This design comes from an exercise in tuning for small area on the open sky130 flow, not from production work. The RTL was checked by simulation tests, not by an equivalence proof against the original design.

==> flow/design.v <==
module zpx_rtc (
    input  wire        clk,
    input  wire        rst,
    input  wire        tick,           
    input  wire        cmd_valid,      
    input  wire [1:0]  cmd_op,         
    input  wire [63:0] cmd_fields,     
    input  wire [47:0] cmd_arg,        
    input  wire        temp_valid,     
    input  wire [11:0] temp,           
    output wire [63:0] cal_fields,     
    output reg  [14:0] subsec,
    output reg         time_valid,
    output reg         date_suspect,
    output reg         alarm0,
    output reg         alarm1,
    output reg  [8:0]  trim_n,         
    output reg  [8:0]  trim_n_eval     
);
    localparam [1:0] OP_TIME_SET = 2'd0, OP_ALARM_SET = 2'd1, OP_TRIM_SET = 2'd2;
    reg [7:0] sec, mnt, hour, day, month, year, cent;
    reg [3:0] wday;
    assign cal_fields = {cent, year, month, day, 4'd0, wday, hour, mnt, sec};
    reg [4:0]  win_cnt;        
    reg [8:0]  elig_cnt;       
    reg [15:0] curve_a0, curve_a2, curve_t0;
    reg [63:0] al0_val, al1_val;
    reg [7:0]  al0_mask, al1_mask;
    reg        al0_en, al1_en, al0_once, al1_once;
    wire [7:0] v_sec, v_min, v_hour, v_day, v_month, v_year, v_cent;
    zpx_rtc_bcdval u_v0 (.x(sec),   .v(v_sec));
    zpx_rtc_bcdval u_v1 (.x(mnt),   .v(v_min));
    zpx_rtc_bcdval u_v2 (.x(hour),  .v(v_hour));
    zpx_rtc_bcdval u_v3 (.x(day),   .v(v_day));
    zpx_rtc_bcdval u_v4 (.x(month), .v(v_month));
    zpx_rtc_bcdval u_v5 (.x(year),  .v(v_year));
    zpx_rtc_bcdval u_v6 (.x(cent),  .v(v_cent));
    wire [7:0] mlen;
    zpx_rtc_mlen u_mlen (.v_month(v_month), .v_year(v_year), .v_cent(v_cent), .len(mlen));
    wire [7:0] n_sec, n_min, n_hour, n_day, n_month, n_year, n_cent;
    wire [3:0] n_wday;
    wire c_sec, c_min, c_hour, c_day, c_month, c_year, c_cent, c_wday;
    zpx_rtc_inc u_i0 (.x(sec),   .v(v_sec),   .cv(8'd59), .mn(8'h00), .y(n_sec),   .c(c_sec));
    zpx_rtc_inc u_i1 (.x(mnt),   .v(v_min),   .cv(8'd59), .mn(8'h00), .y(n_min),   .c(c_min));
    zpx_rtc_inc u_i2 (.x(hour),  .v(v_hour),  .cv(8'd23), .mn(8'h00), .y(n_hour),  .c(c_hour));
    zpx_rtc_inc u_i3 (.x(day),   .v(v_day),   .cv(mlen),  .mn(8'h01), .y(n_day),   .c(c_day));
    zpx_rtc_inc u_i4 (.x(month), .v(v_month), .cv(8'd12), .mn(8'h01), .y(n_month), .c(c_month));
    zpx_rtc_inc u_i5 (.x(year),  .v(v_year),  .cv(8'd99), .mn(8'h00), .y(n_year),  .c(c_year));
    zpx_rtc_inc u_i6 (.x(cent),  .v(v_cent),  .cv(8'd99), .mn(8'h00), .y(n_cent),  .c(c_cent));
    wire [7:0] n_wday8;
    zpx_rtc_inc u_i7 (.x({4'd0, wday}), .v({4'd0, wday}), .cv(8'd7), .mn(8'h01),
                      .y(n_wday8), .c(c_wday));
    assign n_wday = n_wday8[3:0];
    wire k_min   = c_sec;
    wire k_hour  = k_min & c_min;
    wire k_day   = k_hour & c_hour;
    wire k_month = k_day & c_day;
    wire k_year  = k_month & c_month;
    wire k_cent  = k_year & c_year;
    wire [7:0] r_sec   = n_sec;
    wire [7:0] r_min   = k_min   ? n_min   : mnt;
    wire [7:0] r_hour  = k_hour  ? n_hour  : hour;
    wire [7:0] r_day   = k_day   ? n_day   : day;
    wire [3:0] r_wday  = k_day   ? n_wday  : wday;
    wire [7:0] r_month = k_month ? n_month : month;
    wire [7:0] r_year  = k_year  ? n_year  : year;
    wire [7:0] r_cent  = k_cent  ? n_cent  : cent;
    wire [63:0] r_fields = {r_cent, r_year, r_month, r_day, 4'd0, r_wday, r_hour, r_min, r_sec};
    wire       n_neg  = trim_n[8];
    wire [8:0] n_abs  = n_neg ? (9'd0 - trim_n) : trim_n;
    wire       elig   = (subsec[11:0] == 12'hFFF);
    wire       corr   = elig && (elig_cnt < n_abs);
    wire [1:0] step   = corr ? (n_neg ? 2'd0 : 2'd2) : 2'd1;
    wire [15:0] ss_next = {1'b0, subsec} + {14'd0, step};
    wire       roll   = ss_next[15];
    wire [63:0] al0_diff = r_fields ^ al0_val;
    wire [63:0] al1_diff = r_fields ^ al1_val;
    reg  match0, match1;
    integer fi;
    always @* begin
        match0 = al0_en;
        match1 = al1_en;
        for (fi = 0; fi < 8; fi = fi + 1) begin
            if (al0_mask[fi] && al0_diff[fi*8 +: 8] != 8'd0) match0 = 1'b0;
            if (al1_mask[fi] && al1_diff[fi*8 +: 8] != 8'd0) match1 = 1'b0;
        end
    end
    wire [7:0] s_sec   = cmd_fields[7:0];
    wire [7:0] s_min   = cmd_fields[15:8];
    wire [7:0] s_hour  = cmd_fields[23:16];
    wire [3:0] s_wday  = cmd_fields[27:24];
    wire [7:0] s_day   = cmd_fields[39:32];
    wire [7:0] s_month = cmd_fields[47:40];
    wire [7:0] s_year  = cmd_fields[55:48];
    wire [7:0] s_cent  = cmd_fields[63:56];
    wire [7:0] sv_sec, sv_min, sv_hour, sv_day, sv_month, sv_year, sv_cent;
    zpx_rtc_bcdval u_s0 (.x(s_sec),   .v(sv_sec));
    zpx_rtc_bcdval u_s1 (.x(s_min),   .v(sv_min));
    zpx_rtc_bcdval u_s2 (.x(s_hour),  .v(sv_hour));
    zpx_rtc_bcdval u_s3 (.x(s_day),   .v(sv_day));
    zpx_rtc_bcdval u_s4 (.x(s_month), .v(sv_month));
    zpx_rtc_bcdval u_s5 (.x(s_year),  .v(sv_year));
    zpx_rtc_bcdval u_s6 (.x(s_cent),  .v(sv_cent));
    wire [7:0] s_mlen;
    zpx_rtc_mlen u_smlen (.v_month(sv_month), .v_year(sv_year), .v_cent(sv_cent), .len(s_mlen));
    wire nib_ok = (s_sec[7:4] <= 4'd9) && (s_sec[3:0] <= 4'd9) &&
                  (s_min[7:4] <= 4'd9) && (s_min[3:0] <= 4'd9) &&
                  (s_hour[7:4] <= 4'd9) && (s_hour[3:0] <= 4'd9) &&
                  (s_day[7:4] <= 4'd9) && (s_day[3:0] <= 4'd9) &&
                  (s_month[7:4] <= 4'd9) && (s_month[3:0] <= 4'd9) &&
                  (s_year[7:4] <= 4'd9) && (s_year[3:0] <= 4'd9) &&
                  (s_cent[7:4] <= 4'd9) && (s_cent[3:0] <= 4'd9);
    wire rng_ok = (sv_sec <= 8'd59) && (sv_min <= 8'd59) && (sv_hour <= 8'd23) &&
                  (s_wday >= 4'd1) && (s_wday <= 4'd7) &&
                  (sv_day >= 8'd1) && (sv_day <= s_mlen) &&
                  (sv_month >= 8'd1) && (sv_month <= 8'd12);
    wire set_valid = nib_ok && rng_ok;
    wire [8:0] eval_n;
    zpx_rtc_trim u_trim (
        .a0(curve_a0), .a2(curve_a2), .t0(curve_t0), .temp(temp), .n(eval_n)
    );
    wire [15:0] arg_t0 = cmd_arg[47:32];
    wire t0_ok = ($signed(arg_t0) >= -16'sd400) && ($signed(arg_t0) <= 16'sd1250);
    wire cmd      = tick && cmd_valid;
    wire do_set   = cmd && (cmd_op == OP_TIME_SET);
    wire do_alarm = cmd && (cmd_op == OP_ALARM_SET) && time_valid;
    wire do_trim  = cmd && (cmd_op == OP_TRIM_SET) && t0_ok;
    wire count    = tick && !do_set;
    wire do_roll  = count && roll;
    wire m0       = do_roll && match0;
    wire m1       = do_roll && match1;
    always @(posedge clk) begin
        if (rst) begin
            sec <= 8'h00; mnt <= 8'h00; hour <= 8'h00; wday <= 4'h6;
            day <= 8'h01; month <= 8'h01; year <= 8'h00; cent <= 8'h20;
            subsec <= 15'd0;
            time_valid <= 1'b0;
            date_suspect <= 1'b0;
            alarm0 <= 1'b0; alarm1 <= 1'b0;
            al0_en <= 1'b0; al1_en <= 1'b0;
            al0_once <= 1'b0; al1_once <= 1'b0;
            al0_mask <= 8'd0; al1_mask <= 8'd0;
            al0_val <= 64'd0; al1_val <= 64'd0;
            win_cnt <= 5'd0;
            elig_cnt <= 9'd0;
            trim_n <= 9'd0;
            trim_n_eval <= 9'd0;
            curve_a0 <= 16'd0; curve_a2 <= 16'd0; curve_t0 <= 16'd0;
        end else begin
            if (temp_valid)
                trim_n_eval <= eval_n;
            if (tick) begin
                if (do_roll && win_cnt == 5'd31) begin
                    elig_cnt <= 9'd0;
                    trim_n <= trim_n_eval;
                end else if (elig && elig_cnt != 9'd511) begin
                    elig_cnt <= elig_cnt + 9'd1;
                end
                if (do_roll)
                    win_cnt <= win_cnt + 5'd1;
            end
            if (do_set) begin
                sec <= s_sec; mnt <= s_min; hour <= s_hour; wday <= s_wday;
                day <= s_day; month <= s_month; year <= s_year; cent <= s_cent;
                subsec <= cmd_arg[14:0];
                time_valid <= 1'b1;
                date_suspect <= !set_valid;
            end else if (count) begin
                subsec <= ss_next[14:0];
                if (do_roll) begin
                    sec <= r_sec; mnt <= r_min; hour <= r_hour; wday <= r_wday;
                    day <= r_day; month <= r_month; year <= r_year; cent <= r_cent;
                end
            end
            if (m0) begin
                alarm0 <= 1'b1;
                if (al0_once) al0_en <= 1'b0;
            end
            if (m1) begin
                alarm1 <= 1'b1;
                if (al1_once) al1_en <= 1'b0;
            end
            if (do_alarm) begin
                if (!cmd_arg[0]) begin
                    al0_en   <= cmd_arg[1];
                    al0_once <= cmd_arg[2];
                    al0_mask <= cmd_arg[15:8];
                    al0_val  <= {cmd_fields[63:32], 4'd0, cmd_fields[27:0]};
                    if (cmd_arg[3] && !m0) alarm0 <= 1'b0;
                end else begin
                    al1_en   <= cmd_arg[1];
                    al1_once <= cmd_arg[2];
                    al1_mask <= cmd_arg[15:8];
                    al1_val  <= {cmd_fields[63:32], 4'd0, cmd_fields[27:0]};
                    if (cmd_arg[3] && !m1) alarm1 <= 1'b0;
                end
            end
            if (do_trim) begin
                curve_a0 <= cmd_arg[15:0];
                curve_a2 <= cmd_arg[31:16];
                curve_t0 <= cmd_arg[47:32];
            end
        end
    end
endmodule
module zpx_rtc_bcdval (
    input  wire [7:0] x,
    output wire [7:0] v
);
    assign v = {x[7:4], 3'd0} + {2'd0, x[7:4], 1'b0} + {4'd0, x[3:0]};
endmodule
module zpx_rtc_mlen (
    input  wire [7:0] v_month,
    input  wire [7:0] v_year,
    input  wire [7:0] v_cent,
    output reg  [7:0] len
);
    wire leap = (v_year[1:0] == 2'd0) && ((v_year != 8'd0) || (v_cent[1:0] == 2'd0));
    always @* begin
        case (v_month)
            8'd2:                      len = leap ? 8'd29 : 8'd28;
            8'd4, 8'd6, 8'd9, 8'd11:   len = 8'd30;
            default:                   len = 8'd31;
        endcase
    end
endmodule
module zpx_rtc_inc (
    input  wire [7:0] x,
    input  wire [7:0] v,
    input  wire [7:0] cv,
    input  wire [7:0] mn,
    output reg  [7:0] y,
    output reg        c
);
    always @* begin
        c = 1'b0;
        if (v >= cv) begin
            y = mn;
            c = 1'b1;
        end else if (x[3:0] == 4'd9 || x[3:0] == 4'hF) begin
            y = {x[7:4] + 4'd1, 4'd0};
        end else begin
            y = {x[7:4], x[3:0] + 4'd1};
        end
    end
endmodule
module zpx_rtc_trim (
    input  wire [15:0] a0,
    input  wire [15:0] a2,
    input  wire [15:0] t0,
    input  wire [11:0] temp,
    output wire [8:0]  n
);
    localparam [51:0] TWO_M = 52'd488281250;           
    localparam [51:0] HALF  = 52'd244140625;           
    wire signed [17:0] d   = 18'sd5 * $signed({{6{temp[11]}}, temp}) - 18'sd2 * $signed({{2{t0[15]}}, t0});
    wire signed [35:0] dd  = d * d;
    wire signed [52:0] x   = 53'sd40000 * $signed({{37{a0[15]}}, a0}) +
                             $signed({{37{a2[15]}}, a2}) * $signed({{17{dd[35]}}, dd});
    wire signed [52:0] y   = -(x <<< 6);               
    wire               neg = y[52];
    wire [51:0]        mag = neg ? (~y[51:0] + 52'd1) : y[51:0];
    wire [51:0]        qr  = (mag + mag + HALF) / TWO_M;
    wire [8:0]         qc  = (qr > 52'd255) ? 9'd255 : qr[8:0];
    assign n = neg ? (9'd0 - qc) : qc;
endmodule
==> flow/run.sh <==
#!/bin/bash
# synth_recipe.tcl (not shown) runs the flow's synth.tcl, then flattens the netlist and writes it again
# the make line also repeats each setting of config.mk as NAME=value (left out here)
make -C /OpenROAD-flow-scripts/flow DESIGN_CONFIG=/design/flow/config.mk WORK_HOME=/design/flow/orfs CLKGATE_MAP_FILE= SYNTH_SCRIPT=/design/flow/synth_recipe.tcl finish
==> flow/config.mk <==
export PLATFORM = sky130hd
export DESIGN_NAME = zpx_rtc
export DESIGN_NICKNAME = zpx_rtc
export VERILOG_FILES = /design/flow/design.v
export SDC_FILE = /design/flow/constraint.sdc
export NUM_CORES = 4
export LEC_CHECK = 0
export CAP_MARGIN = 20
export CORE_MARGIN = 2
export CORE_UTILIZATION = 40
export SLEW_MARGIN = 20
==> flow/constraint.sdc <==
create_clock -name core_clock -period 120.0 [get_ports {clk}]
set_input_delay 24.0000 -clock core_clock [delete_from_list [all_inputs] [get_ports {clk}]]
set_output_delay 24.0000 -clock core_clock [all_outputs]
set_load 0.01 [all_outputs]
==> impl_results.md <==
- Quantity of hold-fixing buffers added after cts: 0
- Via density: around 5.9
- Depth of the CTS H-tree: 2
- Starting density of the core: 40.1%
- Core ar.: 282000 um2
- Height of the die: around 540 um
- Final period utilization: 88.4%
- Dominant delay contributor by cell family on the critical path: compound AO/OA/AOI/OAI gates
- Clock tree from TritonCTS: done
- Routed Antenna Nets: 0
- Clk Latency, worst-skew pair: 0.59 ns
- Post-CTS Setup Bufs: 0
- Grt total ovfl: 0
- Minimum setup slack among reg-to-reg paths: 37.68 ns
- RSZ-0062 raised after global routing: false
- Estimated wirelength of the detail-placed design: 296000 um
- Fraction of the yosys area taken by sequential cells: 5.29%
- Number of flops mapped to enable cells by yosys: 0
- Crit-path max FO: between 60 and 70
- Number of placement rows: 195
- Worst Setup Path Type: primary input to flip-flop
- Gate count of the mapped netlist: 15242
- Die area: around 290000 um2
- Total Nets Final: 16571
- Number of I/O pins: roughly 230
- Largest net degree at the start of global routing: 199
- Number of buffers on the longest clock path: 3
- Count of cells resized by post-cts repair: 0
- # port buffers: between 200 and 250
- Number of synthesized register bits: 299
- Total via count after detailed routing: 110691
- CP max-delay cell: and2_1
- Class of the tightest hold or removal check: flip-flop to flip-flop
- Number of distinct library cells after synthesis: 200
- CP most frequent cell: buf_4
- Fraction of final layout cells with drive strength greater than 1: 7.40%
- Clock tree skew after final layout: ~0.05 ns
- Average instance area after synthesis: between 7 and 8 um2
- Number of CTS-inserted buffers: 34
- Number of antenna violations at the first check in global routing: 8
- Final count of negative-setup-slack endpoints: 0
- Initial DRT Pass Iterations: 8
- First-pass GRT wire length: roughly 590000 um
- Total Routed Length: 368000 um
- Min Hold Slack: 0.451 ns
- Outcome: no timing/DRC/antenna violations
- Total negative setup slack: 0 ns
- Period minus WS final: 106.05 ns
- Vias in the first global route: between 100k and 150k
- Crit path buffers/inverters: 32
- CTS Sinks: 299
- Final Hold Violating Endpoints: 0
- Die X-Extent: 536 um
- Fraction of registers with async set or reset after synthesis: 0%
- CP Capture Type: flip-flop
- Max Cap Violations: 0
- Count of routing violations after the opening detailed-route iteration: 9252
- Number of warnings issued by yosys: 3
- Growth of design area from synthesis to finish: 4.57%
- Average wire per standard cell: 19.5 um
- Tightest Pin Transition: 1.12 ns
- CP startpoint kind: primary input
- Placer's final routability congestion estimate: 0.944
- Primary flip-flop cell chosen by synthesis mapping: dfxtp_1
- Max-Slew Margin vs Limit: between 20% and 30%
- Clock transition at the registers of the reported paths: 0.06 ns
- CTS root buf: clkbuf_16
- Biggest cell delay along the critical path: about 0.87 ns
- Required time reported for the critical path endpoint: 120.44 ns
- Global router's overall resource usage: 24.9%
- Max-slew violation total from the final report: 0
- Number of DRC violations after detailed routing: 0
- Max Freq: 9.43 MHz
- Post-Syn Area: 113000 um2
- Arrival time at the worst endpoint: 106.48 ns
-- cells in the mapped netlist (84+ instances only) --
| master | instances | area [um2] |
|---|---|---|
| a21o_1 | 161 | 1210 |
| fa_1 | 901 | 18000 |
| o211ai_1 | 153 | 1150 |
| inv_1 | 1479 | 5550 |
| o21ai_1 | 211 | 1060 |
| ha_1 | 499 | 6240 |
| buf_4 | 92 | 691 |
| o31ai_1 | 129 | 968 |
| or3_1 | 116 | 726 |
| nor2_1 | 1186 | 4450 |
| a211oi_1 | 137 | 1030 |
| and3_1 | 137 | 857 |
| nand2_1 | 1863 | 6990 |
| dfxtp_1 | 299 | 5990 |
| nand4_1 | 156 | 976 |
| nor2b_1 | 84 | 526 |
| nor4_1 | 149 | 932 |
| nand2b_1 | 130 | 813 |
| a21oi_1 | 958 | 4790 |
| nor3_1 | 359 | 1800 |
| xnor2_1 | 922 | 8080 |
| clkbuf_1 | 284 | 1070 |
| o21bai_1 | 84 | 631 |
| o21ai_0 | 502 | 2510 |
| buf_6 | 112 | 1260 |
| or2_2 | 99 | 619 |
| nand3_1 | 387 | 1940 |
| a31oi_1 | 140 | 876 |
| xor2_1 | 403 | 3530 |
| and2_1 | 433 | 2710 |
| o21a_1 | 137 | 1030 |
| mux2i_1 | 123 | 1230 |
-- worst paths after layout --
| kind | startpoint | to | cells after the start |
|---|---|---|---|
| max | temp[0] | trim_n_eval[4]$_SDFFE_PP0P_ | 246 |
| min | curve_a2[5]$_SDFFE_PP0P_ | curve_a2[5]$_SDFFE_PP0P_ | 2 |
| max reg2reg | curve_t0[3]$_SDFFE_PP0P_ | trim_n_eval[4]$_SDFFE_PP0P_ | 244 |
| min reg2reg | curve_a2[5]$_SDFFE_PP0P_ | curve_a2[5]$_SDFFE_PP0P_ | 2 |
-- cells in the final DEF, fill, tap and decap left out, types with 136 or more instances in the layout --
| master | count |
|---|---|
| nand2_1 | 1861 |
| inv_1 | 1479 |
| nor2_1 | 1184 |
| a21oi_1 | 957 |
| xnor2_1 | 917 |
| fa_1 | 901 |
| o21ai_0 | 501 |
| ha_1 | 499 |
| and2_1 | 432 |
| xor2_1 | 402 |
| nand3_1 | 386 |
| nor3_1 | 358 |
| dfxtp_1 | 299 |
| clkdlybuf4s50_1 | 222 |
| o21ai_1 | 210 |
| buf_4 | 191 |
| a21o_1 | 161 |
| nand4_1 | 156 |
| o211ai_1 | 153 |
| nor4_1 | 149 |
| a31oi_1 | 140 |
| a211oi_1 | 137 |
| o21a_1 | 137 |
| and3_1 | 136 |
-- final cells by class --
cell class / instances / area (um2)
tap: 3743 / 4680
fill: 29536 / 164000
timing repair buffer: 415 / 3690
multi-input combinational: 12789 / 97100
sequential: 299 / 5990
clock buffer: 46 / 957
antenna: 7 / 17.5
inverter: 1501 / 5640
clock inverter: 13 / 176
-- logic make-up after synthesis --
group | Yosys count | share of synthesized area [%]
other cells | 1 | 0.00332
mux | 201 | 1.89
flops | 299 | 5.29
simple gates | 5770 | 25.7
buf+inv | 2157 | 9.05
compound gates | 4028 | 25.5
fa+ha+maj | 1403 | 21.5
xor+xnor | 1383 | 11.1
-- worst register-to-register path: cells and delay by family, from the launching register on --
family                     cells  cell delay (ns)
muxes                          5             1.20
AOI/OAI and AO/OA            105            33.01
adders and majority gates     23             9.99
DFF                            1             0.34
buffers and inverters         31             9.33
xor gates and xnor gates      17             7.41
and+or+nand+nor               63            20.93
-- stage by stage --
stage | util [%] | instance area (um2) | instances | setup WS, ns
finish | 42.0 | 118000 | 18813 | 13.95
global route | 42.0 | 118000 | 18811 | 8.39
CTS | 41.9 | 118000 | 18806 | 15.38
detailed placement | 41.5 | 117000 | 18747 | 15.03
global placement | 41.5 | 117000 | 18747 | 15.25
floorplan | - | 113000 | 15245 | 34.92
-- state kept, by name, summed over array words and instances, names as in the netlist, 9 cells and up --
| signal | cells |
|---|---|
| subsec | 15 |
| elig_cnt | 9 |
| trim_n | 9 |
| trim_n_eval | 9 |
| al0_val | 60 |
| curve_a2 | 16 |
| curve_t0 | 16 |
| curve_a0 | 16 |
| al1_val | 60 |
-- per-layer routing --
layer | track usage (%) | part of all wire, % | up-vias | routed length (um)
li1 | - | - | 53178 | -
met1 | 35.3 | 46 | 53780 | 171000
met2 | 40.8 | 46 | 3309 | 168000
met3 | 1.95 | 5.4 | 422 | 19700
met4 | 5.95 | 2.4 | 2 | 8720
met5 | 0 | 0.0022 | - | 8

## port drivers added, routing unchanged
How much do the figures lean on ideal ports? The routed layout below was timed once more, with nothing changed but the port constraints. Step 1: set_driving_cell puts a clkbuf_16 on clk and a buf_2 on each other input, an assumption about the parent block. Step 2 moves the port delays by t, midway between the first and last clock arrival at a register: inputs arrive t later, outputs are due t later. That takes back most of the time a late clock gives input paths. Three values: ideal ports, drivers, drivers and shift; two values: the first two.
t (ns): 0.645
slack for setup (ns): 13.953 / 13.982 / 13.337
clock arrival spread, ns: 0.056 / 0.056
After both steps this run still meets setup and hold. The setup slack of this run moves by +0.029 ns with the drivers and by -0.616 ns with both steps.
